Context: an optimization exercise on an open-source flow, tuned for small area. The choices shown serve that exercise and are no tape-out recipe.
Where RTL was checked, it was by simulation tests only, not by an equivalence proof against the original.
No activity file was given, so power comes from the tool's default toggle rates.

== 07-04 ==
// dc_accel
module dc_accel (
    input  wire         clk,
    input  wire         rst,
    input  wire [2:0]   mod_bit,
    input  wire [2:0]   demod_neg,
    input  wire [2:0]   restart_req,
    input  wire [2:0]   ts_slow,
    output wire [2:0]   sw_valid,
    output wire [35:0]  coarse,
    output wire [2:0]   coarse_sat,
    output wire [2:0]   coarse_first,
    output wire [104:0] hb,
    output wire [2:0]   ts_valid,
    output wire [47:0]  ts_sample,
    output wire [2:0]   ts_sat,
    output wire [2:0]   ts_first
);
clock: 40.0 ns
lec_check: 0
abc_area: 1
cap_margin: 20
core_margin: 2
core_utilization: 85
cts_cluster_diameter: 100
cts_cluster_size: 28
place_density: 0.9
slew_margin: 20
run.sh (not shown) runs the stock make flow with config.mk's settings and CLKGATE_MAP_FILE= SYNTH_SCRIPT=/design/flow/synth_recipe.tcl, a recipe that flattens the netlist after the stock synthesis.
Status(07-04) = ERROR, stage = global routing (5_1_grt)
Changes in 04-28 relative to 07-04:
Settings: CORE_UTILIZATION now 70, was 85; PLACE_DENSITY no longer set, was 0.9.
--- outcome ---
- Compare 04-28 and 07-04 | pre-CTS worst setup slack lower: 07-04
- 04-28: all stages complete, timing, DRC and antenna checks passed
- As far as area after synthesis goes, 04-28 and 07-04 are indistinguishable; the numbers are identical.
- Summary of 04-28 over 07-04: post-CTS setup buffer count was more or less identical; detailed-placement wirelength estimate dropped about 16%; horizontal extent of the die up 10%; number of enable flip-flop cells after synthesis about even; number of synthesized register bits ~0 delta.
- Compared with 07-04, 04-28 shows a lower initial standard-cell utilization of the core.

* * *

Another version of the RTL of dc_accel (not shown whole).
Size: ~4100 cells after synthesis, ~220 I/O pins, about 46000 um2 of cells after synthesis.
clock: 40.0 ns
lec_check: 0
cap_margin: 20
core_margin: 2
core_utilization: 70
cts_cluster_diameter: 100
cts_cluster_size: 28
slew_margin: 20
Next try:
==> flow/flow/run.sh (new file) <==
#!/bin/bash
# Own flow: the standard layout (standard.sh, all ORFS steps unchanged),
# except that synthesis maps the logic with an area-oriented ABC script
# (flow/abc.script) in place of ORFS's abc_speed.script. Registers, their
# names and cells are the same as in the standard synthesis.
set -euo pipefail
work="$(cd "$(dirname "$0")/.." && pwd)"
cd "$work"
rm -rf "$work/orfs_scripts"
cp -r "$FLOW_HOME/scripts" "$work/orfs_scripts"
cp "$work/flow/abc.script" "$work/orfs_scripts/abc_speed.script"
SCRIPTS_DIR="$work/orfs_scripts" bash "$work/standard.sh" > "$work/standard_flow.log" 2>&1
==> flow/flow/abc.script (new file) <==
&get -n
&st
&syn2
&dch
&nf -a
&st
&syn2
&dch
&nf -a
&put
==> flow/standard.sh (new file) <==
#!/bin/bash
# synth_recipe.tcl (not shown) runs the flow's synth.tcl, then flattens the netlist and writes it again
# the make line also repeats each setting of config.mk as NAME=value (left out here)
make -C /OpenROAD-flow-scripts/flow DESIGN_CONFIG=/design/flow/config.mk WORK_HOME=/design/flow/orfs CLKGATE_MAP_FILE= SYNTH_SCRIPT=/design/flow/synth_recipe.tcl "${@:-finish}"
removed: flow/run.sh
Now the flow completed, yet does not pass: capacitance limit, slew limit.
Die area falls by 4.0%.
Routed wire length rises by 25%.
Clock power rises by about 1%.
Total power rises by about 13%.

* * *

Another version of the RTL of dc_accel (not shown whole).
Size in the first run: ~3800 cells after synthesis, ~43000 um^2 of cells after synthesis.
clock: 40.0 ns
lec_check: 0
cap_margin: 30
core_margin: 2
core_utilization: 70
cts_cluster_diameter: 100
cts_cluster_size: 28
slew_margin: 30
standard.sh (not shown) runs the stock make flow with config.mk's settings and CLKGATE_MAP_FILE= SYNTH_SCRIPT=/design/flow/synth_recipe.tcl, a recipe that flattens the netlist after the stock synthesis.
==> flow/flow/run.sh <==
#!/bin/bash
# Own flow: the standard layout (standard.sh, all ORFS steps unchanged)
# with two changes:
#  * synthesis maps the logic with an area-oriented ABC script
#    (flow/abc.script) in place of ORFS's abc_speed.script; registers,
#    their names and cells are the same as in the standard synthesis;
#  * every input and output port still gets its own buffer, but the port
#    buffers are sky130_fd_sc_hd__buf_1 (buffer_ports -buffer_cell).
set -euo pipefail
work="$(cd "$(dirname "$0")/.." && pwd)"
cd "$work"
rm -rf "$work/orfs_scripts"
cp -r "$FLOW_HOME/scripts" "$work/orfs_scripts"
cp "$work/flow/abc.script" "$work/orfs_scripts/abc_speed.script"
export SCRIPTS_DIR="$work/orfs_scripts"
export BUFFER_PORTS_ARGS="-buffer_cell sky130_fd_sc_hd__buf_1"
bash "$work/standard.sh" > "$work/standard_flow.log" 2>&1
==> flow/flow/abc.script <==
&get -n
&st
&syn2
&dch
&nf -a
&st
&syn2
&dch
&nf -a
&put
==> next run, changes <==
--- a/flow/config.mk
+++ b/flow/config.mk
@@ -9,3 +9,3 @@
 export CORE_MARGIN = 2
-export CORE_UTILIZATION = 70
+export CORE_UTILIZATION = 65
 export CTS_CLUSTER_DIAMETER = 100
The new run went through all stages and came out clean.
Final cell count rises by 1.7%.
Die area climbs by 7.6%.
Non-clock buffer count falls by 1.
Setup slack improves by 140 ps.
First-iteration DRC count came out lower by 24%.
Worst hold slack barely changes.
Sequential share of layout area went down by 0.19 points.
Cell area came out higher by 0.36%.
Sequential power hardly moves.
Utilization went down by 5.7 points.
Sequential cell count does not change.

* * *

before:
Another version of the RTL of dc_accel (not shown whole).
For scale: ~3800 cells after synthesis.
clock: 40.0 ns
lec_check: 0
cap_margin: 30
core_margin: 2
core_utilization: 65
cts_cluster_diameter: 45
cts_cluster_size: 40
slew_margin: 30
Scripts as last shown in full above: flow/flow/run.sh, flow/flow/abc.script
diff inputs: before => after
- CTS_CLUSTER_DIAMETER changed from 45 to 100
- CTS_CLUSTER_SIZE changed from 40 to 28
==> comparison <==
after ran to completion and came out clean on the timing, design-rule and antenna checks.
In summary, before completed successfully, with a layout that passed the timing, design-rule and antenna checks.
More vias were needed by before than by after.
Re flip-flop and latch share of the layout cell area: after is 2.3 points up on before.
Diff before and after: routed wire length lower in after

* * *

Setup of job 2900:
Another version of the RTL of dc_accel (not shown whole).
Size: about 1400 flip-flops, about 220 I/O pins, about 52000 sq um of cells after synthesis.
// dc_accel
module dc_accel (
    input  wire         clk,
    input  wire         rst,
    input  wire [2:0]   mod_bit,
    input  wire [2:0]   demod_neg,
    input  wire [2:0]   restart_req,
    input  wire [2:0]   ts_slow,
    output wire [2:0]   sw_valid,
    output wire [35:0]  coarse,
    output wire [2:0]   coarse_sat,
    output wire [2:0]   coarse_first,
    output wire [104:0] hb,
    output wire [2:0]   ts_valid,
    output wire [47:0]  ts_sample,
    output wire [2:0]   ts_sat,
    output wire [2:0]   ts_first
);
    reg [16:0] tstamp;      
    always @(posedge clk) begin
        if (rst)
            tstamp <= 17'd0;
        else
            tstamp <= (tstamp == 17'd122879) ? 17'd0 : tstamp + 17'd1;
    end
    wire [5:0] r = tstamp[5:0];
    localparam [63:0] H0_0 = 64'h8888888888888888;
    localparam [63:0] H0_1 = 64'h2828282828282828;
    localparam [63:0] H0_2 = 64'h52f852f852f852f8;
    localparam [63:0] H0_3 = 64'h25728fd825728fd8;
    localparam [63:0] H0_4 = 64'h17656212bdcfc8b8;
    localparam [63:0] H0_5 = 64'h0d976f855ae218d2;
    localparam [63:0] H0_6 = 64'h0358cef7713ade85;
    localparam [63:0] H0_7 = 64'h00ca8e58df4731f7;
    localparam [63:0] H0_8 = 64'h0039a49fca7ea058;
    localparam [63:0] H0_9 = 64'h00079db56c7e6a9f;
    localparam [63:0] H0_10 = 64'h00007c73252b4ce0;
    localparam [63:0] H0_11 = 64'h000003f0e31925aa;
    localparam [63:0] H0_12 = 64'h0000000fe0f8e399;
    localparam [63:0] H0_13 = 64'h000000001ff81f87;
    localparam [63:0] H0_14 = 64'h000000000007ff80;
    localparam [63:0] H0_15 = 64'h000000000000007f;
    localparam [63:0] H1_0 = 64'h8888888888888888;
    localparam [63:0] H1_1 = 64'h2828282828282828;
    localparam [63:0] H1_2 = 64'hda70da70da70da70;
    localparam [63:0] H1_3 = 64'h855a2ff0855a2ff0;
    localparam [63:0] H1_4 = 64'hcd9518ca673fb260;
    localparam [63:0] H1_5 = 64'h4ad7521f97020fc0;
    localparam [63:0] H1_6 = 64'h0138c9e89430442a;
    localparam [63:0] H1_7 = 64'h7a0a92a736d24e7f;
    localparam [63:0] H1_8 = 64'hd3f9b66022199f08;
    localparam [63:0] H1_9 = 64'hc952db4a91e2bfa7;
    localparam [63:0] H1_10 = 64'h38c9b6d98ffcd560;
    localparam [63:0] H1_11 = 64'had6d2492d555b31f;
    localparam [63:0] H1_12 = 64'h9b249249b3338f00;
  ...
clock: 40.0 ns
lec_check: 0
abc_area: 1
cap_margin: 20
core_margin: 2
core_utilization: 70
cts_cluster_diameter: 100
cts_cluster_size: 24
slew_margin: 20
run.sh (not shown) runs the stock make flow with config.mk's settings and CLKGATE_MAP_FILE= SYNTH_SCRIPT=/design/flow/synth_recipe.tcl, a recipe that flattens the netlist after the stock synthesis.
Stock flow here: none of the scripts above is used.
The inputs of job 7839 differ from those of job 2900 as listed below.
- changing CTS_CLUSTER_SIZE from 24 to 30
[summary]
The clock period minus final worst setup slack number comes out higher for job 2900 vs job 7839. Diff job 2900 -> job 7839: smallest hold slack moved up, first-pass GRT wire length moved down. Job 7839 gives more required time of the worst setup path than job 2900 did. Going from job 2900 to job 7839, design area shrank slightly. Compared with job 2900, job 7839 shows a lower via count. On final cell count without fillers, job 7839 and job 2900 are neck and neck. The global-route usage in job 7839 sits 0.30 points below the value recorded for job 2900. Higher routed wire length goes to job 2900 over job 7839.
Function was not checked in any run of this note: the RTL went through the layout flow alone.

-- separate check: timing with driven ports --
Ports are ideal in the flow. The routed layouts listed here were re-timed in OpenROAD.
Step 1 sets driving cells, clkbuf_16 on the clock port and buf_2 on the other inputs (assumed; they add their load-dependent delay and slew).
Step 2 also shifts input and output timing later by t, the mid clock arrival at the registers, as if the neighbouring blocks saw the same clock.
Three values: ideal ports, drivers, drivers and shift; two values: the first two.
| run | t (ns) | slack for setup (ns) | worst setup path after step 2 |
|---|---|---|---|
| 04-28 | 0.756 | 24.676 / 24.728 / 23.972 | input to register |
| the first run of note 2 | 0.712 | 24.564 / 24.605 / 23.894 | input to register |
| the second run of note 2 | 0.728 | 23.674 / 23.713 / 22.984 | input to register |
| the first run of note 3 | 0.710 | 24.545 / 24.593 / 23.883 | input to register |
| the second run of note 3 | 0.717 | 24.689 / 24.735 / 24.018 | input to register |
| before | 0.754 | 24.622 / 24.668 / 23.914 | input to register |
| after | 0.716 | 24.771 / 24.812 / 24.095 | input to register |
| job 2900 | 0.722 | 24.300 / 24.352 / 23.630 | input to register |
| job 7839 | 0.754 | 24.370 / 24.420 / 23.666 | input to register |
For before, which loses most, drivers alone change the setup slack by +0.046 ns; drivers and shift together by -0.708 ns.
